Background: an optimization exercise with open tools, aiming at small area, a short achievable clock period and few clock cycles. Do not read the settings as production practice.
In this exercise RTL edits were held to simulation tests only and were not proved equivalent to the original.
Power and IR drop assume default switching activity.

==> flow/flow/run.sh <==
#!/bin/bash
set -o pipefail
export SETUP_SLACK_MARGIN=5.56
bash standard.sh > standard.log 2>&1
==> flow/standard.sh <==
#!/bin/bash
# synth_recipe.tcl (not shown) runs the flow's synth.tcl, then flattens the netlist and writes it again
# the make line also repeats each setting of config.mk as NAME=value (left out here)
make -C /OpenROAD-flow-scripts/flow DESIGN_CONFIG=/design/flow/config.mk WORK_HOME=/design/flow/orfs CLKGATE_MAP_FILE= SYNTH_SCRIPT=/design/flow/synth_recipe.tcl "${@:-finish}"
==> flow/config.mk <==
export PLATFORM = sky130hd
export DESIGN_NAME = crc_unit
export DESIGN_NICKNAME = crc_unit
export VERILOG_FILES = /design/flow/design.v
export SDC_FILE = /design/flow/constraint.sdc
export NUM_CORES = 4
export LEC_CHECK = 0
export CAP_MARGIN = 20
export CORE_MARGIN = 2
export CORE_UTILIZATION = 40
export CTS_CLUSTER_DIAMETER = 100
export CTS_CLUSTER_SIZE = 28
export SLEW_MARGIN = 20
==> flow/constraint.sdc <==
create_clock -name core_clock -period 10.0 [get_ports {clk}]
set_input_delay 2.0000 -clock core_clock [delete_from_list [all_inputs] [get_ports {clk}]]
set_output_delay 2.0000 -clock core_clock [all_outputs]
set_load 0.01 [all_outputs]
==> flow/design.v <==
module crc_engine (
    input  wire [1:0]  poly,
    input  wire [31:0] c,
    input  wire [31:0] d,
    output reg  [31:0] crc1,
    output reg  [31:0] crc4
);
    wire [7:0] p0_1, p0_4;
    wire [15:0] p1_1, p1_4;
    wire [31:0] p2_1, p2_4;
    wire [31:0] p3_1, p3_4;
    wire x_0_0 = c[0] ^ d[0];
    wire x_0_8 = c[0] ^ d[8];
    wire x_10_10 = c[10] ^ d[10];
    wire x_10_2 = c[10] ^ d[2];
    wire x_11_11 = c[11] ^ d[11];
    wire x_11_3 = c[11] ^ d[3];
    wire x_12_12 = c[12] ^ d[12];
    wire x_12_4 = c[12] ^ d[4];
    wire x_13_13 = c[13] ^ d[13];
    wire x_13_5 = c[13] ^ d[5];
    wire x_14_14 = c[14] ^ d[14];
    wire x_14_6 = c[14] ^ d[6];
    wire x_15_15 = c[15] ^ d[15];
    wire x_15_7 = c[15] ^ d[7];
    wire x_16_16 = c[16] ^ d[16];
    wire x_17_17 = c[17] ^ d[17];
    wire x_18_18 = c[18] ^ d[18];
    wire x_19_19 = c[19] ^ d[19];
    wire x_1_1 = c[1] ^ d[1];
    wire x_1_9 = c[1] ^ d[9];
    wire x_20_20 = c[20] ^ d[20];
    wire x_21_21 = c[21] ^ d[21];
    wire x_22_22 = c[22] ^ d[22];
    wire x_23_23 = c[23] ^ d[23];
    wire x_24_24 = c[24] ^ d[24];
    wire x_25_25 = c[25] ^ d[25];
    wire x_26_26 = c[26] ^ d[26];
    wire x_27_27 = c[27] ^ d[27];
    wire x_28_28 = c[28] ^ d[28];
    wire x_29_29 = c[29] ^ d[29];
    wire x_2_10 = c[2] ^ d[10];
    wire x_2_2 = c[2] ^ d[2];
    wire x_30_30 = c[30] ^ d[30];
    wire x_31_31 = c[31] ^ d[31];
    wire x_3_11 = c[3] ^ d[11];
    wire x_3_3 = c[3] ^ d[3];
    wire x_4_12 = c[4] ^ d[12];
    wire x_4_4 = c[4] ^ d[4];
    wire x_5_13 = c[5] ^ d[13];
    wire x_5_5 = c[5] ^ d[5];
    wire x_6_14 = c[6] ^ d[14];
    wire x_6_6 = c[6] ^ d[6];
    wire x_7_15 = c[7] ^ d[15];
    wire x_7_7 = c[7] ^ d[7];
    wire x_8_0 = c[8] ^ d[0];
    wire x_8_8 = c[8] ^ d[8];
    wire x_9_1 = c[9] ^ d[1];
    wire x_9_9 = c[9] ^ d[9];
    assign p0_1[0] = ((x_0_0 ^ x_4_4) ^ (x_5_5 ^ x_6_6));
    assign p0_1[1] = ((x_1_1 ^ x_5_5) ^ (x_6_6 ^ x_7_7));
    assign p0_1[2] = ((x_4_4 ^ x_5_5) ^ (x_7_7 ^ (x_0_0 ^ x_2_2)));
    assign p0_1[3] = ((x_0_0 ^ x_1_1) ^ (x_3_3 ^ x_4_4));
    assign p0_1[4] = ((x_0_0 ^ x_1_1) ^ (x_2_2 ^ x_6_6));
    assign p0_1[5] = ((x_1_1 ^ x_2_2) ^ (x_3_3 ^ x_7_7));
    assign p0_1[6] = (x_4_4 ^ (x_2_2 ^ x_3_3));
    assign p0_1[7] = (x_5_5 ^ (x_3_3 ^ x_4_4));
    assign p0_4[0] = ((x_7_7 ^ ((d[23] ^ d[24]) ^ (d[28] ^ d[29]))) ^ ((x_1_1 ^ x_4_4) ^ (((d[30] ^ d[8]) ^ x_0_0) ^ (d[9] ^ (d[18] ^ d[21])))));
    assign p0_4[1] = ((((d[22] ^ d[25]) ^ (d[29] ^ d[30])) ^ ((d[31] ^ d[8]) ^ x_1_1)) ^ ((d[9] ^ (d[10] ^ d[19])) ^ (x_2_2 ^ x_5_5)));
    assign p0_4[2] = ((((x_0_0 ^ x_1_1) ^ (x_2_2 ^ x_3_3)) ^ (x_7_7 ^ ((d[10] ^ d[11]) ^ (d[16] ^ d[18])))) ^ ((x_4_4 ^ x_6_6) ^ (((d[20] ^ d[21]) ^ (d[24] ^ d[26])) ^ ((d[28] ^ d[29]) ^ (d[31] ^ d[8])))));
    assign p0_4[3] = ((x_5_5 ^ ((d[16] ^ d[17]) ^ (d[18] ^ d[19]))) ^ ((((d[22] ^ d[23]) ^ (d[24] ^ d[25])) ^ ((d[27] ^ d[28]) ^ x_0_0)) ^ ((d[8] ^ (d[11] ^ d[12])) ^ (x_2_2 ^ x_3_3))));
    assign p0_4[4] = ((x_7_7 ^ ((d[12] ^ d[13]) ^ (d[17] ^ d[19]))) ^ ((x_3_3 ^ x_6_6) ^ (((d[20] ^ d[21]) ^ (d[24] ^ d[25])) ^ ((d[26] ^ d[30]) ^ x_0_0))));
    assign p0_4[5] = ((((d[13] ^ d[14]) ^ (d[18] ^ d[20])) ^ ((d[21] ^ d[22]) ^ (d[25] ^ d[26]))) ^ (((d[27] ^ d[31]) ^ x_1_1) ^ (x_4_4 ^ x_7_7)));
    assign p0_4[6] = ((((d[21] ^ d[22]) ^ (d[23] ^ d[26])) ^ ((d[27] ^ d[28]) ^ x_2_2)) ^ (x_5_5 ^ ((d[14] ^ d[15]) ^ (d[16] ^ d[19]))));
    assign p0_4[7] = ((((d[20] ^ d[22]) ^ (d[23] ^ d[27])) ^ ((d[28] ^ d[29]) ^ x_0_0)) ^ ((d[8] ^ (d[15] ^ d[17])) ^ (x_3_3 ^ x_6_6)));
    assign p1_1[0] = (x_12_4 ^ x_8_0);
    assign p1_1[1] = (x_13_5 ^ x_9_1);
    assign p1_1[2] = (x_10_2 ^ x_14_6);
    assign p1_1[3] = (x_11_3 ^ x_15_7);
    assign p1_1[4] = x_12_4;
    assign p1_1[5] = (x_8_0 ^ (x_12_4 ^ x_13_5));
    assign p1_1[6] = (x_9_1 ^ (x_13_5 ^ x_14_6));
    assign p1_1[7] = (x_15_7 ^ (x_10_2 ^ x_14_6));
    assign p1_1[8] = (x_15_7 ^ (c[0] ^ x_11_3));
    assign p1_1[9] = (c[1] ^ x_12_4);
    assign p1_1[10] = (c[2] ^ x_13_5);
    assign p1_1[11] = (c[3] ^ x_14_6);
    assign p1_1[12] = ((c[4] ^ x_12_4) ^ (x_15_7 ^ x_8_0));
    assign p1_1[13] = (x_9_1 ^ (c[5] ^ x_13_5));
    assign p1_1[14] = (x_14_6 ^ (c[6] ^ x_10_2));
    assign p1_1[15] = (x_15_7 ^ (c[7] ^ x_11_3));
    assign p1_4[0] = ((x_6_14 ^ ((d[20] ^ d[24]) ^ x_10_2)) ^ ((x_3_11 ^ x_4_12) ^ ((d[28] ^ (d[16] ^ d[19])) ^ (x_11_3 ^ x_12_4))));
    assign p1_4[1] = ((x_7_15 ^ ((d[21] ^ d[25]) ^ x_11_3)) ^ ((x_4_12 ^ x_5_13) ^ ((d[29] ^ (d[17] ^ d[20])) ^ (x_12_4 ^ x_13_5))));
    assign p1_4[2] = ((x_8_0 ^ ((d[22] ^ d[26]) ^ x_12_4)) ^ ((x_5_13 ^ x_6_14) ^ ((d[30] ^ (d[18] ^ d[21])) ^ (x_13_5 ^ x_14_6))));
    assign p1_4[3] = ((x_9_1 ^ ((d[23] ^ d[27]) ^ x_13_5)) ^ ((x_6_14 ^ x_7_15) ^ ((d[31] ^ (d[19] ^ d[22])) ^ (x_14_6 ^ x_15_7))));
    assign p1_4[4] = ((((d[16] ^ d[20]) ^ (d[23] ^ d[28])) ^ (x_0_8 ^ x_10_2)) ^ ((x_14_6 ^ x_15_7) ^ (x_7_15 ^ x_8_0)));
    assign p1_4[5] = ((((x_0_8 ^ x_10_2) ^ (x_12_4 ^ x_15_7)) ^ ((x_1_9 ^ x_3_11) ^ (x_4_12 ^ x_6_14))) ^ ((x_8_0 ^ x_9_1) ^ (((d[16] ^ d[17]) ^ (d[19] ^ d[20])) ^ ((d[21] ^ d[24]) ^ (d[28] ^ d[29])))));
    assign p1_4[6] = ((((x_13_5 ^ x_1_9) ^ (x_2_10 ^ x_4_12)) ^ (x_9_1 ^ ((d[17] ^ d[18]) ^ (d[20] ^ d[21])))) ^ ((x_5_13 ^ x_7_15) ^ (((d[22] ^ d[25]) ^ (d[29] ^ d[30])) ^ (x_10_2 ^ x_11_3))));
    assign p1_4[7] = ((((x_12_4 ^ x_14_6) ^ (x_2_10 ^ x_3_11)) ^ (x_8_0 ^ ((d[18] ^ d[19]) ^ (d[21] ^ d[22])))) ^ ((x_5_13 ^ x_6_14) ^ (((d[23] ^ d[26]) ^ (d[30] ^ d[31])) ^ (x_10_2 ^ x_11_3))));
    assign p1_4[8] = ((((x_0_8 ^ x_11_3) ^ (x_12_4 ^ x_13_5)) ^ ((x_15_7 ^ x_3_11) ^ (x_4_12 ^ x_6_14))) ^ ((x_7_15 ^ x_9_1) ^ (((d[20] ^ d[22]) ^ (d[23] ^ d[27])) ^ (d[31] ^ (d[16] ^ d[19])))));
    assign p1_4[9] = ((((x_13_5 ^ x_14_6) ^ (x_1_9 ^ x_4_12)) ^ (x_8_0 ^ ((d[16] ^ d[17]) ^ (d[20] ^ d[21])))) ^ ((x_5_13 ^ x_7_15) ^ (((d[23] ^ d[28]) ^ x_0_8) ^ (x_10_2 ^ x_12_4))));
    assign p1_4[10] = ((((x_11_3 ^ x_13_5) ^ (x_14_6 ^ x_15_7)) ^ ((x_1_9 ^ x_2_10) ^ (x_5_13 ^ x_6_14))) ^ ((x_8_0 ^ x_9_1) ^ (((d[21] ^ d[22]) ^ x_0_8) ^ (d[29] ^ (d[17] ^ d[18])))));
    assign p1_4[11] = ((((x_15_7 ^ x_1_9) ^ (x_2_10 ^ x_3_11)) ^ (x_9_1 ^ ((d[22] ^ d[23]) ^ x_10_2))) ^ ((x_6_14 ^ x_7_15) ^ ((d[30] ^ (d[18] ^ d[19])) ^ (x_12_4 ^ x_14_6))));
    assign p1_4[12] = ((x_8_0 ^ ((d[24] ^ d[28]) ^ x_0_8)) ^ (((d[31] ^ (d[16] ^ d[23])) ^ (x_12_4 ^ x_13_5)) ^ ((x_15_7 ^ x_2_10) ^ (x_6_14 ^ x_7_15))));
    assign p1_4[13] = (((x_14_6 ^ x_1_9) ^ (x_3_11 ^ x_7_15)) ^ ((x_8_0 ^ x_9_1) ^ (((d[16] ^ d[17]) ^ (d[25] ^ d[29])) ^ (x_0_8 ^ x_13_5))));
    assign p1_4[14] = (((x_15_7 ^ x_1_9) ^ (x_2_10 ^ x_4_12)) ^ ((x_8_0 ^ x_9_1) ^ (((d[17] ^ d[18]) ^ (d[26] ^ d[30])) ^ (x_10_2 ^ x_14_6))));
    assign p1_4[15] = ((x_9_1 ^ ((d[18] ^ d[19]) ^ (d[27] ^ d[31]))) ^ ((x_3_11 ^ x_5_13) ^ ((x_10_2 ^ x_11_3) ^ (x_15_7 ^ x_2_10))));
    assign p2_1[0] = (c[8] ^ x_2_2);
    assign p2_1[1] = (x_3_3 ^ (c[9] ^ x_0_0));
    assign p2_1[2] = ((c[10] ^ x_0_0) ^ (x_1_1 ^ x_4_4));
    assign p2_1[3] = ((c[11] ^ x_1_1) ^ (x_2_2 ^ x_5_5));
    assign p2_1[4] = ((x_2_2 ^ x_3_3) ^ (x_6_6 ^ (c[12] ^ x_0_0)));
    assign p2_1[5] = ((x_3_3 ^ x_4_4) ^ (x_7_7 ^ (c[13] ^ x_1_1)));
    assign p2_1[6] = (x_5_5 ^ (c[14] ^ x_4_4));
    assign p2_1[7] = ((c[15] ^ x_0_0) ^ (x_5_5 ^ x_6_6));
    assign p2_1[8] = ((c[16] ^ x_1_1) ^ (x_6_6 ^ x_7_7));
    assign p2_1[9] = (c[17] ^ x_7_7);
    assign p2_1[10] = (c[18] ^ x_2_2);
    assign p2_1[11] = (c[19] ^ x_3_3);
    assign p2_1[12] = (x_4_4 ^ (c[20] ^ x_0_0));
    assign p2_1[13] = ((c[21] ^ x_0_0) ^ (x_1_1 ^ x_5_5));
    assign p2_1[14] = ((c[22] ^ x_1_1) ^ (x_2_2 ^ x_6_6));
    assign p2_1[15] = ((c[23] ^ x_2_2) ^ (x_3_3 ^ x_7_7));
    assign p2_1[16] = ((x_2_2 ^ x_3_3) ^ (x_4_4 ^ (c[24] ^ x_0_0)));
    assign p2_1[17] = ((x_4_4 ^ x_5_5) ^ ((c[25] ^ x_0_0) ^ (x_1_1 ^ x_3_3)));
    assign p2_1[18] = (((x_1_1 ^ x_2_2) ^ (x_4_4 ^ x_5_5)) ^ (x_6_6 ^ (c[26] ^ x_0_0)));
    assign p2_1[19] = (((x_2_2 ^ x_3_3) ^ (x_5_5 ^ x_6_6)) ^ (x_7_7 ^ (c[27] ^ x_1_1)));
    assign p2_1[20] = ((x_4_4 ^ x_6_6) ^ (x_7_7 ^ (c[28] ^ x_3_3)));
    assign p2_1[21] = ((x_4_4 ^ x_5_5) ^ (x_7_7 ^ (c[29] ^ x_2_2)));
    assign p2_1[22] = ((x_3_3 ^ x_5_5) ^ (x_6_6 ^ (c[30] ^ x_2_2)));
    assign p2_1[23] = ((x_4_4 ^ x_6_6) ^ (x_7_7 ^ (c[31] ^ x_3_3)));
    assign p2_1[24] = ((x_4_4 ^ x_5_5) ^ (x_7_7 ^ (x_0_0 ^ x_2_2)));
    assign p2_1[25] = ((x_5_5 ^ x_6_6) ^ ((x_0_0 ^ x_1_1) ^ (x_2_2 ^ x_3_3)));
    assign p2_1[26] = (((x_2_2 ^ x_3_3) ^ (x_4_4 ^ x_6_6)) ^ (x_7_7 ^ (x_0_0 ^ x_1_1)));
    assign p2_1[27] = ((x_4_4 ^ x_5_5) ^ (x_7_7 ^ (x_1_1 ^ x_3_3)));
    assign p2_1[28] = ((x_0_0 ^ x_4_4) ^ (x_5_5 ^ x_6_6));
    assign p2_1[29] = ((x_5_5 ^ x_6_6) ^ (x_7_7 ^ (x_0_0 ^ x_1_1)));
    assign p2_1[30] = ((x_0_0 ^ x_1_1) ^ (x_6_6 ^ x_7_7));
    assign p2_1[31] = (x_1_1 ^ x_7_7);
    assign p2_4[0] = ((((x_26_26 ^ x_2_2) ^ (x_3_3 ^ x_4_4)) ^ (x_8_8 ^ (x_0_0 ^ x_16_16))) ^ ((x_6_6 ^ x_7_7) ^ ((x_1_1 ^ x_20_20) ^ (x_22_22 ^ x_23_23))));
    assign p2_4[1] = ((((x_2_2 ^ x_3_3) ^ (x_4_4 ^ x_5_5)) ^ (x_9_9 ^ (x_17_17 ^ x_1_1))) ^ ((x_7_7 ^ x_8_8) ^ ((x_21_21 ^ x_23_23) ^ (x_24_24 ^ x_27_27))));
    assign p2_4[2] = ((((x_24_24 ^ x_25_25) ^ (x_28_28 ^ x_2_2)) ^ ((x_3_3 ^ x_4_4) ^ (x_5_5 ^ x_6_6))) ^ ((x_8_8 ^ x_9_9) ^ ((x_0_0 ^ x_10_10) ^ (x_18_18 ^ x_22_22))));
    assign p2_4[3] = ((((x_23_23 ^ x_25_25) ^ (x_26_26 ^ x_29_29)) ^ ((x_3_3 ^ x_4_4) ^ (x_5_5 ^ x_6_6))) ^ ((x_7_7 ^ x_9_9) ^ ((x_10_10 ^ x_11_11) ^ (x_19_19 ^ x_1_1))));
    assign p2_4[4] = ((((x_24_24 ^ x_26_26) ^ (x_27_27 ^ x_2_2)) ^ ((x_30_30 ^ x_4_4) ^ (x_5_5 ^ x_6_6))) ^ ((x_7_7 ^ x_8_8) ^ ((x_10_10 ^ x_11_11) ^ (x_12_12 ^ x_20_20))));
    assign p2_4[5] = ((((x_12_12 ^ x_13_13) ^ (x_21_21 ^ x_25_25)) ^ ((x_27_27 ^ x_28_28) ^ (x_31_31 ^ x_3_3))) ^ (((x_5_5 ^ x_6_6) ^ (x_7_7 ^ x_8_8)) ^ (x_9_9 ^ (x_0_0 ^ x_11_11))));
    assign p2_4[6] = ((((x_20_20 ^ x_23_23) ^ (x_28_28 ^ x_29_29)) ^ (x_9_9 ^ (x_0_0 ^ x_10_10))) ^ ((x_2_2 ^ x_3_3) ^ ((x_12_12 ^ x_13_13) ^ (x_14_14 ^ x_16_16))));
    assign p2_4[7] = ((((x_1_1 ^ x_21_21) ^ (x_24_24 ^ x_29_29)) ^ (x_4_4 ^ (x_10_10 ^ x_11_11))) ^ ((x_30_30 ^ x_3_3) ^ ((x_13_13 ^ x_14_14) ^ (x_15_15 ^ x_17_17))));
    assign p2_4[8] = ((((x_15_15 ^ x_16_16) ^ (x_18_18 ^ x_22_22)) ^ ((x_25_25 ^ x_2_2) ^ (x_30_30 ^ x_31_31))) ^ ((x_4_4 ^ x_5_5) ^ ((x_0_0 ^ x_11_11) ^ (x_12_12 ^ x_14_14))));
    assign p2_4[9] = ((((x_17_17 ^ x_19_19) ^ (x_20_20 ^ x_22_22)) ^ ((x_2_2 ^ x_31_31) ^ (x_4_4 ^ x_5_5))) ^ ((x_7_7 ^ x_8_8) ^ ((x_0_0 ^ x_12_12) ^ (x_13_13 ^ x_15_15))));
    assign p2_4[10] = (((x_4_4 ^ x_5_5) ^ (x_7_7 ^ x_9_9)) ^ (((x_0_0 ^ x_13_13) ^ (x_14_14 ^ x_18_18)) ^ ((x_21_21 ^ x_22_22) ^ (x_26_26 ^ x_2_2))));
    assign p2_4[11] = (((x_3_3 ^ x_5_5) ^ (x_6_6 ^ x_8_8)) ^ (((x_10_10 ^ x_14_14) ^ (x_15_15 ^ x_19_19)) ^ ((x_1_1 ^ x_22_22) ^ (x_23_23 ^ x_27_27))));
    assign p2_4[12] = (((x_4_4 ^ x_6_6) ^ (x_7_7 ^ x_9_9)) ^ (((x_11_11 ^ x_15_15) ^ (x_16_16 ^ x_20_20)) ^ ((x_23_23 ^ x_24_24) ^ (x_28_28 ^ x_2_2))));
    assign p2_4[13] = ((((x_24_24 ^ x_25_25) ^ (x_29_29 ^ x_3_3)) ^ (x_8_8 ^ (x_0_0 ^ x_10_10))) ^ ((x_5_5 ^ x_7_7) ^ ((x_12_12 ^ x_16_16) ^ (x_17_17 ^ x_21_21))));
    assign p2_4[14] = ((((x_18_18 ^ x_1_1) ^ (x_22_22 ^ x_25_25)) ^ ((x_26_26 ^ x_30_30) ^ (x_4_4 ^ x_6_6))) ^ ((x_8_8 ^ x_9_9) ^ ((x_0_0 ^ x_11_11) ^ (x_13_13 ^ x_17_17))));
    assign p2_4[15] = ((((x_19_19 ^ x_1_1) ^ (x_23_23 ^ x_26_26)) ^ ((x_27_27 ^ x_2_2) ^ (x_31_31 ^ x_5_5))) ^ ((x_7_7 ^ x_9_9) ^ ((x_10_10 ^ x_12_12) ^ (x_14_14 ^ x_18_18))));
    assign p2_4[16] = ((((x_13_13 ^ x_15_15) ^ (x_16_16 ^ x_19_19)) ^ ((x_1_1 ^ x_22_22) ^ (x_23_23 ^ x_24_24))) ^ (((x_26_26 ^ x_27_27) ^ (x_28_28 ^ x_4_4)) ^ (x_7_7 ^ (x_10_10 ^ x_11_11))));
    assign p2_4[17] = ((((x_14_14 ^ x_16_16) ^ (x_17_17 ^ x_20_20)) ^ ((x_23_23 ^ x_24_24) ^ (x_25_25 ^ x_27_27))) ^ (((x_28_28 ^ x_29_29) ^ (x_2_2 ^ x_5_5)) ^ (x_8_8 ^ (x_11_11 ^ x_12_12))));
    assign p2_4[18] = ((((x_0_0 ^ x_12_12) ^ (x_13_13 ^ x_15_15)) ^ ((x_17_17 ^ x_18_18) ^ (x_21_21 ^ x_24_24))) ^ (((x_25_25 ^ x_26_26) ^ (x_28_28 ^ x_29_29)) ^ ((x_30_30 ^ x_3_3) ^ (x_6_6 ^ x_9_9))));
    assign p2_4[19] = (((x_31_31 ^ x_4_4) ^ ((x_13_13 ^ x_14_14) ^ (x_16_16 ^ x_18_18))) ^ ((x_7_7 ^ (x_0_0 ^ x_10_10)) ^ (((x_19_19 ^ x_1_1) ^ (x_22_22 ^ x_25_25)) ^ ((x_26_26 ^ x_27_27) ^ (x_29_29 ^ x_30_30)))));
    assign p2_4[20] = (((x_5_5 ^ x_6_6) ^ ((x_14_14 ^ x_15_15) ^ (x_16_16 ^ x_17_17))) ^ ((x_7_7 ^ (x_0_0 ^ x_11_11)) ^ (((x_19_19 ^ x_22_22) ^ (x_27_27 ^ x_28_28)) ^ ((x_30_30 ^ x_31_31) ^ (x_3_3 ^ x_4_4)))));
    assign p2_4[21] = ((((x_26_26 ^ x_28_28) ^ (x_29_29 ^ x_2_2)) ^ (x_5_5 ^ (x_0_0 ^ x_12_12))) ^ ((x_31_31 ^ x_3_3) ^ ((x_15_15 ^ x_17_17) ^ (x_18_18 ^ x_22_22))));
    assign p2_4[22] = (((x_2_2 ^ x_30_30) ^ (x_7_7 ^ x_8_8)) ^ (((x_13_13 ^ x_18_18) ^ (x_19_19 ^ x_20_20)) ^ ((x_22_22 ^ x_26_26) ^ (x_27_27 ^ x_29_29))));
    assign p2_4[23] = ((((x_27_27 ^ x_28_28) ^ (x_30_30 ^ x_31_31)) ^ (x_9_9 ^ (x_0_0 ^ x_14_14))) ^ ((x_3_3 ^ x_8_8) ^ ((x_19_19 ^ x_20_20) ^ (x_21_21 ^ x_23_23))));
    assign p2_4[24] = ((((x_10_10 ^ x_15_15) ^ (x_16_16 ^ x_21_21)) ^ ((x_23_23 ^ x_24_24) ^ (x_26_26 ^ x_28_28))) ^ (((x_29_29 ^ x_2_2) ^ (x_31_31 ^ x_3_3)) ^ ((x_6_6 ^ x_7_7) ^ (x_8_8 ^ x_9_9))));
    assign p2_4[25] = ((((x_17_17 ^ x_1_1) ^ (x_20_20 ^ x_23_23)) ^ ((x_24_24 ^ x_25_25) ^ (x_26_26 ^ x_27_27))) ^ (((x_29_29 ^ x_2_2) ^ (x_30_30 ^ x_6_6)) ^ (x_9_9 ^ (x_10_10 ^ x_11_11))));
    assign p2_4[26] = ((((x_12_12 ^ x_18_18) ^ (x_21_21 ^ x_24_24)) ^ ((x_25_25 ^ x_26_26) ^ (x_27_27 ^ x_28_28))) ^ (((x_2_2 ^ x_30_30) ^ (x_31_31 ^ x_3_3)) ^ (x_7_7 ^ (x_10_10 ^ x_11_11))));
    assign p2_4[27] = (((x_31_31 ^ x_6_6) ^ ((x_12_12 ^ x_13_13) ^ (x_16_16 ^ x_19_19))) ^ ((x_7_7 ^ (x_0_0 ^ x_11_11)) ^ (((x_1_1 ^ x_20_20) ^ (x_23_23 ^ x_25_25)) ^ ((x_27_27 ^ x_28_28) ^ (x_29_29 ^ x_2_2)))));
    assign p2_4[28] = ((((x_13_13 ^ x_14_14) ^ (x_16_16 ^ x_17_17)) ^ ((x_21_21 ^ x_22_22) ^ (x_23_23 ^ x_24_24))) ^ (((x_28_28 ^ x_29_29) ^ (x_30_30 ^ x_4_4)) ^ (x_6_6 ^ (x_0_0 ^ x_12_12))));
    assign p2_4[29] = ((((x_0_0 ^ x_13_13) ^ (x_14_14 ^ x_15_15)) ^ ((x_17_17 ^ x_18_18) ^ (x_1_1 ^ x_22_22))) ^ (((x_23_23 ^ x_24_24) ^ (x_25_25 ^ x_29_29)) ^ ((x_30_30 ^ x_31_31) ^ (x_5_5 ^ x_7_7))));
    assign p2_4[30] = ((((x_24_24 ^ x_25_25) ^ (x_30_30 ^ x_31_31)) ^ (x_7_7 ^ (x_14_14 ^ x_15_15))) ^ ((x_3_3 ^ x_4_4) ^ ((x_18_18 ^ x_19_19) ^ (x_20_20 ^ x_22_22))));
    assign p2_4[31] = ((((x_25_25 ^ x_2_2) ^ (x_31_31 ^ x_3_3)) ^ (x_7_7 ^ (x_0_0 ^ x_15_15))) ^ ((x_5_5 ^ x_6_6) ^ ((x_19_19 ^ x_1_1) ^ (x_21_21 ^ x_22_22))));
    assign p3_1[0] = ((x_3_3 ^ x_4_4) ^ ((c[8] ^ x_0_0) ^ (x_1_1 ^ x_2_2)));
    assign p3_1[1] = (((x_1_1 ^ x_2_2) ^ (x_3_3 ^ x_4_4)) ^ (x_5_5 ^ (c[9] ^ x_0_0)));
    assign p3_1[2] = (((x_2_2 ^ x_3_3) ^ (x_4_4 ^ x_5_5)) ^ (x_6_6 ^ (c[10] ^ x_1_1)));
    assign p3_1[3] = (((x_3_3 ^ x_4_4) ^ (x_5_5 ^ x_6_6)) ^ (x_7_7 ^ (c[11] ^ x_2_2)));
    assign p3_1[4] = ((x_6_6 ^ x_7_7) ^ ((c[12] ^ x_1_1) ^ (x_2_2 ^ x_5_5)));
    assign p3_1[5] = ((x_4_4 ^ x_6_6) ^ (x_7_7 ^ (c[13] ^ x_1_1)));
    assign p3_1[6] = ((x_5_5 ^ x_7_7) ^ ((c[14] ^ x_1_1) ^ (x_3_3 ^ x_4_4)));
    assign p3_1[7] = ((x_3_3 ^ x_5_5) ^ (x_6_6 ^ (c[15] ^ x_1_1)));
    assign p3_1[8] = ((x_6_6 ^ x_7_7) ^ ((c[16] ^ x_0_0) ^ (x_2_2 ^ x_4_4)));
    assign p3_1[9] = ((x_5_5 ^ x_7_7) ^ ((c[17] ^ x_0_0) ^ (x_2_2 ^ x_4_4)));
    assign p3_1[10] = ((x_4_4 ^ x_5_5) ^ (x_6_6 ^ (c[18] ^ x_2_2)));
    assign p3_1[11] = ((x_5_5 ^ x_6_6) ^ (x_7_7 ^ (c[19] ^ x_3_3)));
    assign p3_1[12] = ((x_6_6 ^ x_7_7) ^ ((c[20] ^ x_1_1) ^ (x_2_2 ^ x_3_3)));
    assign p3_1[13] = (x_7_7 ^ (c[21] ^ x_1_1));
    assign p3_1[14] = ((c[22] ^ x_1_1) ^ (x_3_3 ^ x_4_4));
    assign p3_1[15] = ((x_2_2 ^ x_4_4) ^ (x_5_5 ^ (c[23] ^ x_0_0)));
    assign p3_1[16] = ((x_5_5 ^ x_6_6) ^ ((c[24] ^ x_0_0) ^ (x_1_1 ^ x_3_3)));
    assign p3_1[17] = (((x_1_1 ^ x_2_2) ^ (x_4_4 ^ x_6_6)) ^ (x_7_7 ^ (c[25] ^ x_0_0)));
    assign p3_1[18] = ((c[26] ^ x_4_4) ^ (x_5_5 ^ x_7_7));
    assign p3_1[19] = (((c[27] ^ x_0_0) ^ (x_1_1 ^ x_2_2)) ^ ((x_3_3 ^ x_4_4) ^ (x_5_5 ^ x_6_6)));
    assign p3_1[20] = (((c[28] ^ x_1_1) ^ (x_2_2 ^ x_3_3)) ^ ((x_4_4 ^ x_5_5) ^ (x_6_6 ^ x_7_7)));
    assign p3_1[21] = ((x_6_6 ^ x_7_7) ^ ((c[29] ^ x_0_0) ^ (x_1_1 ^ x_5_5)));
    assign p3_1[22] = ((x_6_6 ^ x_7_7) ^ ((c[30] ^ x_0_0) ^ (x_3_3 ^ x_4_4)));
    assign p3_1[23] = ((x_3_3 ^ x_5_5) ^ (x_7_7 ^ (c[31] ^ x_2_2)));
    assign p3_1[24] = (x_6_6 ^ (x_1_1 ^ x_2_2));
    assign p3_1[25] = ((x_0_0 ^ x_2_2) ^ (x_3_3 ^ x_7_7));
    assign p3_1[26] = x_2_2;
    assign p3_1[27] = x_3_3;
    assign p3_1[28] = (x_0_0 ^ x_4_4);
    assign p3_1[29] = (x_5_5 ^ (x_0_0 ^ x_1_1));
    assign p3_1[30] = ((x_0_0 ^ x_1_1) ^ (x_2_2 ^ x_6_6));
    assign p3_1[31] = ((x_2_2 ^ x_3_3) ^ (x_7_7 ^ (x_0_0 ^ x_1_1)));
    assign p3_4[0] = (((x_7_7 ^ x_9_9) ^ ((x_11_11 ^ x_14_14) ^ (x_15_15 ^ x_16_16))) ^ (((x_2_2 ^ x_4_4) ^ (x_5_5 ^ x_6_6)) ^ (((x_1_1 ^ x_20_20) ^ (x_23_23 ^ x_24_24)) ^ ((x_25_25 ^ x_26_26) ^ (x_27_27 ^ x_28_28)))));
    assign p3_4[1] = (((x_7_7 ^ x_8_8) ^ ((x_10_10 ^ x_12_12) ^ (x_15_15 ^ x_16_16))) ^ (((x_2_2 ^ x_3_3) ^ (x_5_5 ^ x_6_6)) ^ (((x_17_17 ^ x_21_21) ^ (x_24_24 ^ x_25_25)) ^ ((x_26_26 ^ x_27_27) ^ (x_28_28 ^ x_29_29)))));
    assign p3_4[2] = (((x_8_8 ^ x_9_9) ^ ((x_11_11 ^ x_13_13) ^ (x_16_16 ^ x_17_17))) ^ (((x_3_3 ^ x_4_4) ^ (x_6_6 ^ x_7_7)) ^ (((x_18_18 ^ x_22_22) ^ (x_25_25 ^ x_26_26)) ^ ((x_27_27 ^ x_28_28) ^ (x_29_29 ^ x_30_30)))));
    assign p3_4[3] = ((((x_28_28 ^ x_29_29) ^ (x_30_30 ^ x_31_31)) ^ ((x_4_4 ^ x_5_5) ^ (x_7_7 ^ x_8_8))) ^ ((x_9_9 ^ (x_0_0 ^ x_10_10)) ^ (((x_12_12 ^ x_14_14) ^ (x_17_17 ^ x_18_18)) ^ ((x_19_19 ^ x_23_23) ^ (x_26_26 ^ x_27_27)))));
    assign p3_4[4] = (((x_4_4 ^ x_7_7) ^ ((x_13_13 ^ x_14_14) ^ (x_16_16 ^ x_18_18))) ^ ((x_8_8 ^ (x_0_0 ^ x_10_10)) ^ (((x_19_19 ^ x_23_23) ^ (x_25_25 ^ x_26_26)) ^ ((x_29_29 ^ x_2_2) ^ (x_30_30 ^ x_31_31)))));
    assign p3_4[5] = ((((x_17_17 ^ x_19_19) ^ (x_23_23 ^ x_25_25)) ^ ((x_28_28 ^ x_2_2) ^ (x_30_30 ^ x_31_31))) ^ (((x_3_3 ^ x_4_4) ^ (x_6_6 ^ x_7_7)) ^ (x_8_8 ^ (x_0_0 ^ x_16_16))));
    assign p3_4[6] = ((((x_11_11 ^ x_14_14) ^ (x_15_15 ^ x_16_16)) ^ ((x_17_17 ^ x_18_18) ^ (x_23_23 ^ x_25_25))) ^ (((x_27_27 ^ x_28_28) ^ (x_29_29 ^ x_2_2)) ^ ((x_31_31 ^ x_3_3) ^ (x_6_6 ^ x_8_8))));
    assign p3_4[7] = (((x_5_5 ^ x_6_6) ^ ((x_0_0 ^ x_11_11) ^ (x_12_12 ^ x_14_14))) ^ (((x_29_29 ^ x_2_2) ^ (x_30_30 ^ x_3_3)) ^ (((x_17_17 ^ x_18_18) ^ (x_19_19 ^ x_1_1)) ^ ((x_20_20 ^ x_23_23) ^ (x_25_25 ^ x_27_27)))));
    assign p3_4[8] = (((x_6_6 ^ x_7_7) ^ ((x_12_12 ^ x_13_13) ^ (x_15_15 ^ x_18_18))) ^ (((x_30_30 ^ x_31_31) ^ (x_3_3 ^ x_4_4)) ^ (((x_19_19 ^ x_1_1) ^ (x_20_20 ^ x_21_21)) ^ ((x_24_24 ^ x_26_26) ^ (x_28_28 ^ x_2_2)))));
    assign p3_4[9] = (((x_8_8 ^ x_9_9) ^ ((x_0_0 ^ x_11_11) ^ (x_13_13 ^ x_15_15))) ^ (((x_29_29 ^ x_31_31) ^ (x_3_3 ^ x_6_6)) ^ (((x_19_19 ^ x_1_1) ^ (x_21_21 ^ x_22_22)) ^ ((x_23_23 ^ x_24_24) ^ (x_26_26 ^ x_28_28)))));
    assign p3_4[10] = ((x_6_6 ^ (x_10_10 ^ x_11_11)) ^ (((x_12_12 ^ x_15_15) ^ (x_22_22 ^ x_26_26)) ^ ((x_28_28 ^ x_29_29) ^ (x_30_30 ^ x_5_5))));
    assign p3_4[11] = (((x_30_30 ^ x_31_31) ^ (x_6_6 ^ x_7_7)) ^ (((x_0_0 ^ x_11_11) ^ (x_12_12 ^ x_13_13)) ^ ((x_16_16 ^ x_23_23) ^ (x_27_27 ^ x_29_29))));
    assign p3_4[12] = ((((x_27_27 ^ x_2_2) ^ (x_30_30 ^ x_31_31)) ^ ((x_4_4 ^ x_5_5) ^ (x_6_6 ^ x_8_8))) ^ ((x_9_9 ^ (x_11_11 ^ x_12_12)) ^ (((x_13_13 ^ x_15_15) ^ (x_16_16 ^ x_17_17)) ^ ((x_20_20 ^ x_23_23) ^ (x_25_25 ^ x_26_26)))));
    assign p3_4[13] = (((x_31_31 ^ x_3_3) ^ ((x_11_11 ^ x_12_12) ^ (x_13_13 ^ x_15_15))) ^ ((x_4_4 ^ (x_0_0 ^ x_10_10)) ^ (((x_17_17 ^ x_18_18) ^ (x_1_1 ^ x_20_20)) ^ ((x_21_21 ^ x_23_23) ^ (x_25_25 ^ x_2_2)))));
    assign p3_4[14] = ((((x_12_12 ^ x_13_13) ^ (x_15_15 ^ x_18_18)) ^ ((x_19_19 ^ x_20_20) ^ (x_21_21 ^ x_22_22))) ^ (((x_23_23 ^ x_25_25) ^ (x_27_27 ^ x_28_28)) ^ ((x_3_3 ^ x_6_6) ^ (x_7_7 ^ x_9_9))));
    assign p3_4[15] = (((x_4_4 ^ x_7_7) ^ ((x_13_13 ^ x_14_14) ^ (x_16_16 ^ x_19_19))) ^ ((x_8_8 ^ (x_0_0 ^ x_10_10)) ^ (((x_20_20 ^ x_21_21) ^ (x_22_22 ^ x_23_23)) ^ ((x_24_24 ^ x_26_26) ^ (x_28_28 ^ x_29_29)))));
    assign p3_4[16] = (((x_8_8 ^ x_9_9) ^ ((x_0_0 ^ x_11_11) ^ (x_14_14 ^ x_15_15))) ^ (((x_27_27 ^ x_29_29) ^ (x_30_30 ^ x_5_5)) ^ (((x_17_17 ^ x_1_1) ^ (x_20_20 ^ x_21_21)) ^ ((x_22_22 ^ x_23_23) ^ (x_24_24 ^ x_25_25)))));
    assign p3_4[17] = (((x_6_6 ^ x_9_9) ^ ((x_10_10 ^ x_12_12) ^ (x_15_15 ^ x_16_16))) ^ (((x_28_28 ^ x_2_2) ^ (x_30_30 ^ x_31_31)) ^ (((x_18_18 ^ x_1_1) ^ (x_21_21 ^ x_22_22)) ^ ((x_23_23 ^ x_24_24) ^ (x_25_25 ^ x_26_26)))));
    assign p3_4[18] = (((x_6_6 ^ x_9_9) ^ ((x_0_0 ^ x_10_10) ^ (x_13_13 ^ x_14_14))) ^ (((x_31_31 ^ x_3_3) ^ (x_4_4 ^ x_5_5)) ^ (((x_15_15 ^ x_17_17) ^ (x_19_19 ^ x_1_1)) ^ ((x_20_20 ^ x_22_22) ^ (x_28_28 ^ x_29_29)))));
    assign p3_4[19] = ((x_9_9 ^ (x_10_10 ^ x_18_18)) ^ (((x_21_21 ^ x_24_24) ^ (x_25_25 ^ x_26_26)) ^ ((x_27_27 ^ x_28_28) ^ (x_29_29 ^ x_30_30))));
    assign p3_4[20] = ((x_31_31 ^ (x_10_10 ^ x_11_11)) ^ (((x_19_19 ^ x_22_22) ^ (x_25_25 ^ x_26_26)) ^ ((x_27_27 ^ x_28_28) ^ (x_29_29 ^ x_30_30))));
    assign p3_4[21] = ((((x_12_12 ^ x_14_14) ^ (x_15_15 ^ x_16_16)) ^ ((x_1_1 ^ x_24_24) ^ (x_25_25 ^ x_29_29))) ^ (((x_2_2 ^ x_30_30) ^ (x_31_31 ^ x_4_4)) ^ ((x_5_5 ^ x_6_6) ^ (x_7_7 ^ x_9_9))));
    assign p3_4[22] = (((x_8_8 ^ x_9_9) ^ ((x_0_0 ^ x_10_10) ^ (x_11_11 ^ x_13_13))) ^ (((x_30_30 ^ x_31_31) ^ (x_3_3 ^ x_4_4)) ^ (((x_14_14 ^ x_17_17) ^ (x_1_1 ^ x_20_20)) ^ ((x_23_23 ^ x_24_24) ^ (x_27_27 ^ x_28_28)))));
    assign p3_4[23] = ((((x_23_23 ^ x_26_26) ^ (x_27_27 ^ x_29_29)) ^ (x_7_7 ^ (x_10_10 ^ x_12_12))) ^ ((x_31_31 ^ x_6_6) ^ ((x_16_16 ^ x_18_18) ^ (x_20_20 ^ x_21_21))));
    assign p3_4[24] = (((x_6_6 ^ x_8_8) ^ ((x_14_14 ^ x_15_15) ^ (x_16_16 ^ x_17_17))) ^ ((((x_19_19 ^ x_1_1) ^ (x_20_20 ^ x_21_21)) ^ ((x_22_22 ^ x_23_23) ^ (x_25_25 ^ x_26_26))) ^ (((x_2_2 ^ x_30_30) ^ (x_4_4 ^ x_5_5)) ^ (x_9_9 ^ (x_0_0 ^ x_13_13)))));
    assign p3_4[25] = (((x_6_6 ^ x_7_7) ^ ((x_15_15 ^ x_16_16) ^ (x_17_17 ^ x_18_18))) ^ ((((x_1_1 ^ x_20_20) ^ (x_21_21 ^ x_22_22)) ^ ((x_23_23 ^ x_24_24) ^ (x_26_26 ^ x_27_27))) ^ (((x_2_2 ^ x_31_31) ^ (x_3_3 ^ x_5_5)) ^ (x_9_9 ^ (x_10_10 ^ x_14_14)))));
    assign p3_4[26] = ((((x_14_14 ^ x_17_17) ^ (x_18_18 ^ x_19_19)) ^ ((x_1_1 ^ x_20_20) ^ (x_21_21 ^ x_22_22))) ^ (((x_26_26 ^ x_3_3) ^ (x_5_5 ^ x_8_8)) ^ (x_9_9 ^ (x_0_0 ^ x_10_10))));
    assign p3_4[27] = ((((x_0_0 ^ x_10_10) ^ (x_11_11 ^ x_15_15)) ^ ((x_18_18 ^ x_19_19) ^ (x_1_1 ^ x_20_20))) ^ (((x_21_21 ^ x_22_22) ^ (x_23_23 ^ x_27_27)) ^ ((x_2_2 ^ x_4_4) ^ (x_6_6 ^ x_9_9))));
    assign p3_4[28] = (((x_3_3 ^ x_5_5) ^ ((x_11_11 ^ x_12_12) ^ (x_16_16 ^ x_19_19))) ^ ((x_7_7 ^ (x_0_0 ^ x_10_10)) ^ (((x_1_1 ^ x_20_20) ^ (x_21_21 ^ x_22_22)) ^ ((x_23_23 ^ x_24_24) ^ (x_28_28 ^ x_2_2)))));
    assign p3_4[29] = (((x_4_4 ^ x_6_6) ^ ((x_13_13 ^ x_17_17) ^ (x_1_1 ^ x_20_20))) ^ ((x_8_8 ^ (x_11_11 ^ x_12_12)) ^ (((x_21_21 ^ x_22_22) ^ (x_23_23 ^ x_24_24)) ^ ((x_25_25 ^ x_29_29) ^ (x_2_2 ^ x_3_3)))));
    assign p3_4[30] = (((x_7_7 ^ x_9_9) ^ ((x_0_0 ^ x_12_12) ^ (x_13_13 ^ x_14_14))) ^ (((x_30_30 ^ x_3_3) ^ (x_4_4 ^ x_5_5)) ^ (((x_18_18 ^ x_21_21) ^ (x_22_22 ^ x_23_23)) ^ ((x_24_24 ^ x_25_25) ^ (x_26_26 ^ x_2_2)))));
    assign p3_4[31] = ((((x_25_25 ^ x_26_26) ^ (x_27_27 ^ x_31_31)) ^ ((x_3_3 ^ x_4_4) ^ (x_5_5 ^ x_6_6))) ^ ((x_8_8 ^ (x_0_0 ^ x_10_10)) ^ (((x_13_13 ^ x_14_14) ^ (x_15_15 ^ x_19_19)) ^ ((x_1_1 ^ x_22_22) ^ (x_23_23 ^ x_24_24)))));
    always @(*) begin
        case (poly)
            2'd0: begin crc1 = {24'd0, p0_1}; crc4 = {24'd0, p0_4}; end
            2'd1: begin crc1 = {16'd0, p1_1}; crc4 = {16'd0, p1_4}; end
            2'd2: begin crc1 = p2_1; crc4 = p2_4; end
            default: begin crc1 = p3_1; crc4 = p3_4; end
        endcase
    end
endmodule
module crc_unit (
    input  wire        clk,
    input  wire        rst,
    input  wire        fs,
    input  wire        req,
    input  wire        we,
    input  wire [7:0]  addr,
    input  wire [31:0] wdata,
    output wire        ready,
    output wire [31:0] rdata
);
    reg        wr;        
    reg        fsq;       
    reg [7:2]  aq;        
    reg [31:0] wd;        
    wire [5:0] widx   = aq[7:2];
    wire [2:0] blk    = aq[7:5];    
    wire [2:0] reg_id = aq[4:2];
    reg [3:0] ctl;        
    reg [3:0] mismatch;   
    reg [3:0] mm_sat;     
    reg       cfg_rej;    
    reg [5:0]  cfg     [0:3];
    reg [15:0] cfg2    [0:3];   
    reg [31:0] val     [0:3];   
    reg [31:0] res_raw [0:3];   
    reg [1:0]  res_poly[0:3];   
    reg [2:0]  cnt     [0:3];   
    reg [31:0] mm_cnt  [0:3];
    reg [3:0]  active, open;
    reg [3:0]  val_ok;          
    reg [3:0]  res_ok;          
    reg [3:0] s_ch;                   
    reg [3:0] s_cfg, s_cfg2, s_mm;    
    reg       s_ctl, s_stat;          
    reg [1:0]  poly_s;
    reg [31:0] val_s;
    integer k;
    always @(*) begin
        poly_s = 2'd0;
        val_s  = 32'd0;
        for (k = 0; k < 4; k = k + 1) begin
            poly_s = poly_s | ({2{s_ch[k]}} & cfg[k][1:0]);
            val_s  = val_s  | ({32{s_ch[k]}} & val[k]);
        end
    end
    wire [31:0] crc1, crc4;
    crc_engine u_eng (.poly(poly_s), .c(val_s), .d(wd), .crc1(crc1), .crc4(crc4));
    reg [31:0] init_s;
    always @(*) begin
        case (poly_s)
            2'd0:    init_s = 32'h000000FF;
            2'd1:    init_s = 32'h0000FFFF;
            default: init_s = 32'hFFFFFFFF;
        endcase
    end
    wire [31:0] val_new = !reg_id[2] ? wd : reg_id[1] ? init_s : reg_id[0] ? crc1 : crc4;
    wire [3:0] reject, mm_event, sat_event, end_pend;
    wire [3:0] val_ok_n, res_ok_n, end_pend_n;   
    wire [1:0] res_poly_n [0:3];
    wire [3:0] ctl_n = (wr && widx == 6'd0) ? wd[3:0] : ctl;
    wire [31:0] wd_r = rst ? 32'd0 : wd;    
    genvar c;
    generate
        for (c = 0; c < 4; c = c + 1) begin : chn
            wire [1:0] poly  = cfg[c][1:0];
            wire [2:0] snoop = cfg[c][4:2];
            wire       dir   = cfg[c][5];
            wire sel       = wr && (blk == c + 1);
            wire wr_cfg    = sel && reg_id == 3'd0;
            wire wr_cfg2   = sel && reg_id == 3'd1;
            wire wr_val    = sel && reg_id == 3'd2;
            wire wr_feed32 = sel && reg_id == 3'd4;
            wire wr_feed8  = sel && reg_id == 3'd5;
            wire wr_cmd    = sel && reg_id == 3'd6;
            reg [31:0] mask, residue;
            reg [2:0]  width;
            always @(*) begin
                case (poly)
                    2'd0:    begin mask = 32'h000000FF; residue = 32'h000000C4; width = 3'd1; end
                    2'd1:    begin mask = 32'h0000FFFF; residue = 32'h00000000; width = 3'd2; end
                    2'd2:    begin mask = 32'hFFFFFFFF; residue = 32'hDEBB20E3; width = 3'd4; end
                    default: begin mask = 32'hFFFFFFFF; residue = 32'hB798B438; width = 3'd4; end
                endcase
            end
            assign end_pend[c] = active[c] && !ctl[c] && open[c];
            wire act_a  = fsq ? ctl[c] : active[c];
            wire fs_end = fsq && end_pend[c];
            wire open_a = open[c] && !fs_end;
            wire sw      = act_a && (snoop == 3'd0);
            wire cmd_end = sw && wr_cmd && wd[1] && open_a;
            wire cmd_go  = sw && wr_cmd && wd[0];
            wire feed8   = sw && open_a && wr_feed8;
            wire feed32  = sw && open_a && wr_feed32;
            wire val_wok = !act_a || sw;
            wire val_we  = (wr_val && val_wok) || feed8 || feed32 || cmd_go;
            wire cfg_bad = act_a || (wd[4:2] > 3'd4) || (wd[4:2] == 3'd4 && wd[5]);
            assign reject[c] = (wr_cfg && cfg_bad) || (wr_cfg2 && act_a) || (wr_val && !val_wok);
            wire stream_end = fs_end || cmd_end;
            wire bad_check  = (cnt[c] < width) || ((val[c] & mask) != residue);
            reg [31:0] mm_p;
            reg [7:0]  mm_g, mm_gp;
            integer b;
            always @(*) begin
                for (b = 0; b < 8; b = b + 1)
                    mm_g[b] = &mm_cnt[c][4*b +: 4];
                mm_gp[0] = 1'b1;
                for (b = 1; b < 8; b = b + 1)
                    mm_gp[b] = mm_gp[b - 1] & mm_g[b - 1];
                for (b = 0; b < 32; b = b + 1)
                    mm_p[b] = mm_gp[b / 4] & &(mm_cnt[c][4*(b/4) +: 4] | (4'hF << (b % 4)));
            end
            wire mm_inc = mm_event[c] && !(mm_gp[7] && mm_g[7]);
            wire res_we     = stream_end && !dir;
            assign mm_event[c]  = stream_end && dir && bad_check;
            wire open_n = cmd_go || (open_a && !cmd_end);
            assign val_ok_n[c]   = !rst && (val_ok[c] || val_we);
            assign res_ok_n[c]   = !rst && (res_ok[c] || res_we);
            assign res_poly_n[c] = res_we ? poly : res_poly[c];
            assign end_pend_n[c] = !rst && act_a && !ctl_n[c] && open_n;
            assign sat_event[c] = mm_event[c] && (&mm_cnt[c][31:1]);
            always @(posedge clk) begin
                if (rst) begin
                    mm_cnt[c] <= 32'd0;
                    active[c] <= 1'b0;
                    open[c]   <= 1'b0;
                    val_ok[c] <= 1'b0;
                    res_ok[c] <= 1'b0;
                end else begin
                    active[c] <= act_a;
                    open[c]   <= open_n;
                    mm_cnt[c] <= mm_cnt[c] ^ ({32{mm_inc}} & mm_p);
                    if (val_we)
                        val_ok[c] <= 1'b1;
                    if (res_we)
                        res_ok[c] <= 1'b1;
                end
            end
            always @(posedge clk) begin
                if (rst || (wr_cfg && !cfg_bad))
                    cfg[c] <= wd_r[5:0];
                if (rst || (wr_cfg2 && !act_a))
                    cfg2[c] <= {wd_r[18:16], wd_r[14:8], wd_r[5:0]};
            end
            always @(posedge clk) begin
                if (res_we) begin
                    res_raw[c]  <= val[c];
                    res_poly[c] <= poly;
                end
                if (val_we)
                    val[c] <= val_new;
                if (feed8)
                    cnt[c] <= (cnt[c] >= 3'd3) ? 3'd4 : cnt[c] + 3'd1;
                if (feed32)
                    cnt[c] <= 3'd4;
                if (cmd_go)
                    cnt[c] <= 3'd0;
            end
        end
    endgenerate
    wire stat_wr = wr && widx == 6'd1;
    always @(posedge clk) begin
        if (rst) begin
            ctl      <= 4'd0;
            mismatch <= 4'd0;
            mm_sat   <= 4'd0;
            cfg_rej  <= 1'b0;
        end else begin
            if (wr && widx == 6'd0)
                ctl <= wd[3:0];
            if (stat_wr) begin
                mismatch <= (mismatch & ~wd[3:0]) | mm_event;
                mm_sat   <= (mm_sat & ~wd[7:4]) | sat_event;
                cfg_rej  <= (cfg_rej & ~wd[8]) | (|reject);
            end else begin
                mismatch <= mismatch | mm_event;
                mm_sat   <= mm_sat | sat_event;
                cfg_rej  <= cfg_rej | (|reject);
            end
        end
    end
    reg [3:0] s_rres;   
    reg       s_vok;    
    reg       s_inv_lo, s_keep_mid, s_inv_mid, s_hi;   
    reg [31:0] res_t, mm_t;
    reg [15:0] c2_t;
    reg [5:0]  cfg_t;
    always @(*) begin
        res_t = 32'd0; mm_t = 32'd0; c2_t = 16'd0; cfg_t = 6'd0;
        for (k = 0; k < 4; k = k + 1) begin
            res_t = res_t | ({32{s_rres[k]}} & res_raw[k]);
            mm_t  = mm_t  | ({32{s_mm[k]}} & mm_cnt[k]);
            c2_t  = c2_t  | ({16{s_cfg2[k]}} & cfg2[k]);
            cfg_t = cfg_t | ({6{s_cfg[k]}} & cfg[k]);
        end
    end
    wire [31:0] res_v = {(res_t[31:16] & {16{s_hi}}) ^ {16{s_hi}},
                         (res_t[15:8] & {8{s_keep_mid}}) ^ {8{s_inv_mid}},
                         res_t[7:0] ^ {8{s_inv_lo}}};
    wire [31:0] rval = ({32{s_vok}} & val_s)
                     | res_v
                     | mm_t
                     | {13'd0, c2_t[15:13], 1'b0, c2_t[12:6], 2'b00, c2_t[5:0]}
                     | {26'd0, cfg_t}
                     | ({32{s_ctl}} & {28'd0, ctl})
                     | ({32{s_stat}} & {23'd0, cfg_rej, mm_sat, mismatch});
    wire       a_ch   = addr[7:5] >= 3'd1 && addr[7:5] <= 3'd4;
    wire [1:0] a_c    = addr[6:5] - 2'd1;
    wire       a_rok  = a_ch && addr[4:2] == 3'd3 && res_ok_n[a_c];
    wire [1:0] a_rp   = res_poly_n[a_c];
    reg  rd_ok;
    always @(posedge clk) begin
        aq <= addr[7:2];
        wd <= wdata;
        s_ctl  <= addr[7:2] == 6'd0;
        s_stat <= addr[7:2] == 6'd1;
        s_vok  <= a_ch && addr[4:2] == 3'd2 && val_ok_n[a_c];
        for (k = 0; k < 4; k = k + 1) begin
            s_ch[k]   <= addr[7:5] == k + 1;
            s_cfg[k]  <= addr[7:5] == k + 1 && addr[4:2] == 3'd0;
            s_cfg2[k] <= addr[7:5] == k + 1 && addr[4:2] == 3'd1;
            s_rres[k] <= addr[7:5] == k + 1 && addr[4:2] == 3'd3 && res_ok_n[k];
            s_mm[k]   <= addr[7:5] == k + 1 && addr[4:2] == 3'd7;
        end
        s_inv_lo   <= a_rok && a_rp != 2'd1;
        s_keep_mid <= a_rok && a_rp != 2'd0;
        s_inv_mid  <= a_rok && a_rp[1];
        s_hi       <= a_rok && a_rp[1];
        if (rst) begin
            wr    <= 1'b0;
            fsq   <= 1'b0;
            rd_ok <= 1'b0;
        end else begin
            wr    <= req && we;
            fsq   <= fs;
            rd_ok <= req && !we && !rd_ok && !(fs && (|end_pend_n));
        end
    end
    assign ready = we || rd_ok;
    assign rdata = rval;
endmodule
==> impl_metrics.tcl, run 1 <==
set metrics [dict create \
    status "no timing/DRC/antenna violations" \
    setup_tns_ns 0 \
    via_count 25344 \
    track_usage 0.269 \
    gr-total-overflow 0 \
    cts.clk_slew.worst_paths_ns 0.12 \
    combPwrFrac 0.432 \
    numCtsBuffers 27 \
    dp_hpwl_um 87200 \
    slew_violations 0 \
    cts_tree "built" \
    synth_nets 3198 \
    cp-end-kind "output pin" \
    start_kind "flip-flop" \
    via_per_inst 5.86 \
    p_leak_uw 0.0127 \
    rr_worst_depth 10 \
    grt_antenna_before_repair 3 \
    cp.arrival_ns 2.49 \
    yosysSeqAreaShare 0.447 \
    synth_cell_types 88 \
    relSlewSlack 0.243 \
    yosysWarnings 9 \
    initial_core_util 0.402 \
    required_ns 8.00 \
    first_global_vias 23822 \
    wl_per_cell_um 27.8 \
    synth_edf_count 344 \
    async_flop_share 0 \
    synthCells 3128 \
    path_cells "buf_12 > a22oi_2 > nand2_4 > a21oi_1 > nand2_1 > clkdlybuf4s50_1" \
    num-nets-final 3233 \
    worst_pin_slew_ns 1.13 \
    cts_root_buf "clkbuf_16" \
    worstHoldPathType "flip-flop to flip-flop" \
    drt_iter0_markers 3122 \
    dieWidth_um 296 \
    final_area_um2 38000 \
    placed_area_um2 36100 \
    die_y_um 296 \
    clock_sinks 588 \
    ir_worst_vdd_uv 233 \
    rsz0062_at_grt "true" \
    drv_cap 0 \
    ys_ff_latch 588 \
    ys.flop_type "edfxtp_1" \
    swShare 0.367 \
    gp_congestion 0.986 \
    period_needed_ns 4.49 \
    ctsHoldBuffers 0 \
    intPower_uw 4490 \
    die_area_um2 87500 \
    p_per_area_nw_per_um2 187 \
    cpPeakStageDelay_ns 0.56 \
    period_share 0.449 \
    area_delta_synth_final_pct 11.5 \
    setup_violations 0 \
    clk_path_buf_depth 3 \
    p_switching_uw 2600 \
    diodes 0 \
    wirelength_um 120000 \
    whs_path_depth 2 \
    ant_nets 0 \
    hold_ws_ns 0.466 \
    path_class "flip-flop to output pin" \
    grt_pass1_wl_um 171000 \
    worstPathMaxFanout 34 \
    fmax_mhz 223 \
    critPathSlowestCell "clkdlybuf4s50_1" \
    clock_latency_ns 0.64 \
    finalHoldViolCount 0 \
    power_uw 7090 \
    syn_avg_cell_area_um2 10.9 \
    io_buffers 75 \
    grt_max_degree 99 \
    mappedNetlistArea_um2 34100 \
    row_count 107 \
    final_cell_mix "xnor2_1 (505), edfxtp_1 (344), nor2_1 (262), xor2_1 (244), dfxtp_1 (235)" \
    h-tree-depth 1 \
    drive_gt1_frac 0.118 \
    fin_skew_ns 0.0448 \
    drc 0 \
    io_pins 78 \
    final_common_cell "xnor2_1" \
    pwr-share-seq 0.374 \
    core_um2 84700 \
    drtPass1Iterations 6 \
    clockPowerShare 0.194 \
]
layer usage:
metal	up-vias	share of wire	GRT usage
met2	1370	0.46	0.435
li1	11266	-	-
met1	12440	0.41	0.370
met3	268	0.086	0.0300
met5	-	0	0
met4	0	0.047	0.104
cell type report:
cell class,count,area [µm²]
Inverter,36,135
Tap cell,1144,1430
Clock buffer,40,724
Timing Repair Buffer,167,1630
Multi-Input combinational cell,2343,18700
Sequential cell,588,15200
Fill cell,7912,46700
Clock inverter,10,149
flip-flops by register name, indices dropped and copies added (netlist names), 4 cells and up:
register,cells
cnt,12
aq,6
cfg2,64
res_poly,8
val_ok,4
s_ch,4
val,128
ctl,4
s_cfg,4
s_mm,4
wd,32
res_ok,4
mm_cnt,128
s_cfg2,4
active,4
mm_sat,4
mismatch,4
s_rres,4
cfg,24
open,4
res_raw,128
worst paths after layout:
kind	start	to	slack [ns]
max	s_ch[0]	rdata[11]	5.51
min	val_ok[2]	val_ok[2]	0.47
max reg2reg	val[0][4]	val[0][2]	5.58
min reg2reg	val_ok[2]	val_ok[2]	0.47
synth_stat cells (all sizes together), types with 15 or more instances:
| cell type | count | area share |
|---|---|---|
| o21ai | 65 | 0.0095 |
| nand2b | 21 | 0.0039 |
| nor3 | 44 | 0.0066 |
| nor2b | 35 | 0.0064 |
| nand2 | 212 | 0.025 |
| edfxtp | 344 | 0.30 |
| a22oi | 153 | 0.034 |
| nand4 | 49 | 0.0090 |
| nand3b | 16 | 0.0035 |
| o22ai | 27 | 0.0050 |
| xnor2 | 545 | 0.15 |
| xnor3 | 39 | 0.026 |
| a21oi | 107 | 0.016 |
| ha | 25 | 0.0092 |
| mux2i | 19 | 0.0056 |
| xor2 | 286 | 0.090 |
| nor4 | 15 | 0.0028 |
| and4 | 16 | 0.0041 |
| a22o | 40 | 0.010 |
| clkbuf | 112 | 0.012 |
| buf | 49 | 0.010 |
| or3 | 19 | 0.0035 |
| nor2 | 266 | 0.029 |
| a31oi | 21 | 0.0039 |
| nand3 | 95 | 0.014 |
| inv | 36 | 0.0040 |
| a222oi | 21 | 0.0062 |
| dfxtp | 244 | 0.14 |
| a221oi | 38 | 0.010 |
worst max-delay path, delay by kind of cell, from the launching register on:
| family | cells | cell delay, ns |
|---|---|---|
| AOI/OAI and AO/OA | 2 | 0.24 |
| buffers and inverters | 2 | 0.79 |
| and+or+nand+nor | 2 | 0.41 |
| DFF | 1 | 0.37 |
what timing repair did:
| item | in CTS | in global routing |
|---|---|---|
| buffers inserted | 10 | 12 |
| endpoints found under the setup margin | 50 | 41 |
| gates cloned | 2 | 2 |
| gates resized for setup | 175 | 70 |
| pin swaps | 37 | 35 |
cell families (layout without fill, tap and decap cells):
family | Yosys count | count (layout) | synth area share
compound gates | 574 | 574 | 0.120
xor+xnor | 872 | 872 | 0.268
fa+ha+maj | 27 | 27 | 0.00977
buf+inv | 197 | 253 | 0.0264
flops | 588 | 588 | 0.447
mux | 27 | 27 | 0.00856
simple gates | 843 | 843 | 0.121
power groups by stage:
stage | logic [µW] | registers, µW | clock network, µW
finish | 3060 | 2650 | 1370
global route | 3170 | 2650 | 1480
CTS | 2980 | 2650 | 1390
detailed placement | 2950 | 2710 | 0
global placement | 2950 | 2710 | 0
floorplan | 2210 | 2680 | 0
metrics by stage:
stage	setup WS [ns]	std cells	utilization
floorplan	5.65	3128	-
global placement	4.79	4252	0.426
detailed placement	4.79	4252	0.426
CTS	5.38	4314	0.444
global route	5.41	4328	0.448
finish	5.51	4328	0.448
Testbench counts, summed over its fixed seeds: cycles 57,215.
==> run 2: changes to the inputs <==
==> flow/flow/run.sh (replaced) <==
#!/bin/bash
set -o pipefail
export SETUP_SLACK_MARGIN=5.56
export CTS_ARGS="-sink_clustering_enable -repair_clock_nets -sink_clustering_size 28 -sink_clustering_max_diameter 100 -dont_use_dummy_load"
bash standard.sh > standard.log 2>&1
==> impl_metrics.tcl, run 2 <==
set metrics [dict create \
    clock_latency_ns 0.64 \
    grt_antenna_before_repair 3 \
    via_per_inst 5.89 \
    drv_cap 0 \
    wirelength_um 120000 \
    wl_per_cell_um 27.9 \
    synthTopCellsByArea "edfxtp_1 (30%), dfxtp_1 (14%), xnor2_1 (13%)" \
    initial_core_util 0.402 \
    setup_violations 0 \
    cp-end-kind "flip-flop" \
    path_class "flip-flop to flip-flop" \
    worstHoldPathType "flip-flop to flip-flop" \
    synthCells 3128 \
    cp.arrival_ns 4.78 \
    first_global_vias 23753 \
    whs_path_depth 0 \
    gp_congestion 0.986 \
    power_uw 6950 \
    die_area_um2 87500 \
    slew_violations 0 \
    core_um2 84700 \
    syn_avg_cell_area_um2 10.9 \
    reg_top3 "mm_cnt x128, res_raw x128, val x128" \
    io_buffers 75 \
    h-tree-depth 1 \
    rsz0062_at_grt "true" \
    drt_iter0_markers 3134 \
    num-nets-final 3241 \
    numCtsBuffers 27 \
    ys_ff_latch 588 \
    start_kind "flip-flop" \
    synth_top_area_frac 0.303 \
    final_common_cell "xnor2_1" \
    yosysMostFrequentCell "xnor2_1" \
    synth_edf_count 344 \
    synth_cell_types 88 \
    cts_tree "built" \
    synth_top_cell_by_area "edfxtp_1" \
    period_needed_ns 4.49 \
    async_flop_share 0 \
    mappedNetlistArea_um2 34100 \
    diodes 0 \
    cts.clk_slew.worst_paths_ns 0.11 \
    area_delta_synth_final_pct 11.1 \
    ys.flop_type "edfxtp_1" \
    drtPass1Iterations 6 \
    row_count 107 \
    yosysSeqAreaShare 0.447 \
    postLayoutCoreUtil 0.447 \
    worst_pin_slew_ns 1.11 \
    cts_root_buf "clkbuf_16" \
    numPlacedInstances 4252 \
    final_cell_mix "xnor2_1 (506), edfxtp_1 (344), nor2_1 (262), xor2_1 (245), dfxtp_1 (234)" \
    setup_tns_ns 0 \
    io_pins 78 \
    hold_ws_ns 0.446 \
    grt_pass1_wl_um 171000 \
    finalHoldViolCount 0 \
    worstPathMaxFanout 17 \
    clk_path_buf_depth 3 \
    period_share 0.449 \
    drc 0 \
    clock_sinks 588 \
    gr-total-overflow 0 \
    rr_worst_depth 11 \
    via_count 25385 \
    dieWidth_um 296 \
    dp_hpwl_um 87200 \
    p_leak_uw 0.0127 \
    fin_skew_ns 0.118 \
    required_ns 10.29 \
    fmax_mhz 223 \
    grt_max_degree 99 \
    relSlewSlack 0.254 \
    instances_no_fill 4313 \
    yosysWarnings 9 \
    die_y_um 296 \
    track_usage 0.269 \
    netlist_top_cells_count "xnor2_1 (507), edfxtp_1 (344), nor2_1 (265)" \
    ant_nets 0 \
    synth_nets 3198 \
    ir_worst_vdd_uv 232 \
    status "no timing/DRC/antenna violations" \
    drive_gt1_frac 0.115 \
    p_per_area_nw_per_um2 184 \
]
-- run 2: critical path, stage by stage (launching register included) --
cell and delay, ns:
dfxtp_4 0.41, buf_12 0.18, a22oi_1 0.23, nand2_2 0.24, xor2_4 0.69, xnor2_2 0.42, xnor2_2 0.47, xnor3_1 0.40
xnor2_1 0.34, nand2_1 0.11, a311oi_1 0.45, a211oi_2 0.17
-- run 2: cell type report --
| class | instances | area, µm² |
|---|---|---|
| Multi-Input combinational cell | 2343 | 18700 |
| Fill cell | 7913 | 46900 |
| Timing Repair Buffer | 175 | 1710 |
| Clock buffer | 27 | 676 |
| Inverter | 36 | 135 |
| Tap cell | 1144 | 1430 |
| Sequential cell | 588 | 15200 |
-- run 2: power by group --
group / total (µW) / leakage [µW] / internal, µW / switching (µW)
clock: 1230 / 0.000333 / 482 / 745
sequential: 2650 / 0.00514 / 2610 / 44.1
combinational: 3070 / 0.00723 / 1330 / 1740
-- run 2: metal layers --
metal	share of wire	global-route usage
met3	0.086	0.0310
met5	0	0
met2	0.46	0.433
met1	0.41	0.369
met4	0.048	0.106
-- run 2: final timing paths --
kind | slack, ns | end | from
setup / recovery | 5.51 | val[0][2] | s_ch[0]
hold / removal | 0.45 | res_raw[2][8] | val[2][8]
setup reg to reg | 5.51 | val[0][2] | s_ch[0]
hold reg to reg | 0.45 | res_raw[2][8] | val[2][8]
-- run 2: cell families (layout without fill, tap and decap cells) --
group,count (synthesis),after routing,share of synthesized area
and+or+nand+nor,843,843,0.121
adders and majority gates,27,27,0.00977
muxes,27,27,0.00856
AOI/OAI and AO/OA,574,574,0.120
xor gates and xnor gates,872,872,0.268
DFF,588,588,0.447
buffers and inverters,197,238,0.0264
-- run 2: what timing repair did --
item                                    4_1_cts  5_1_grt
endpoints found under the setup margin       56       40
pin swaps                                    39       34
setup buffers                                11       18
hold buffers                                  0        0
cloned                                        2        3
gates resized for setup                     182       59
-- run 2: per-stage QoR --
step | cell area [µm²] | setup slack [ns]
after global routing | 37900 | 5.46
after floorplan | 34100 | 5.65
after CTS | 37500 | 5.45
after global placement | 36100 | 4.79
final | 37900 | 5.51
after detailed placement | 36100 | 4.79

-- port drivers added, routing unchanged --
In the flow no input, the clock included, has a driving cell. The finished layouts below were timed again as built, in two steps.
Step 1 assumes that a clkbuf_16 drives the clock port and a buf_2 every other input.
Step 2 times the ports against the registers' clock, not the clock port: input delays grow and output delays shrink by t, the midpoint of the rising clock arrivals with the driver on.
a / b / c = ideal ports / drivers / drivers and shift; a / b = the first two.
run	t, ns	setup slack, ns	worst setup path at the end	worst slew at a driven data input, ns
run 1	0.681	5.512 / 5.448 / 5.534	input to output	0.05
run 2	0.649	5.509 / 5.490 / 5.509	register to register	0.05
After both steps every run listed still meets setup and hold.
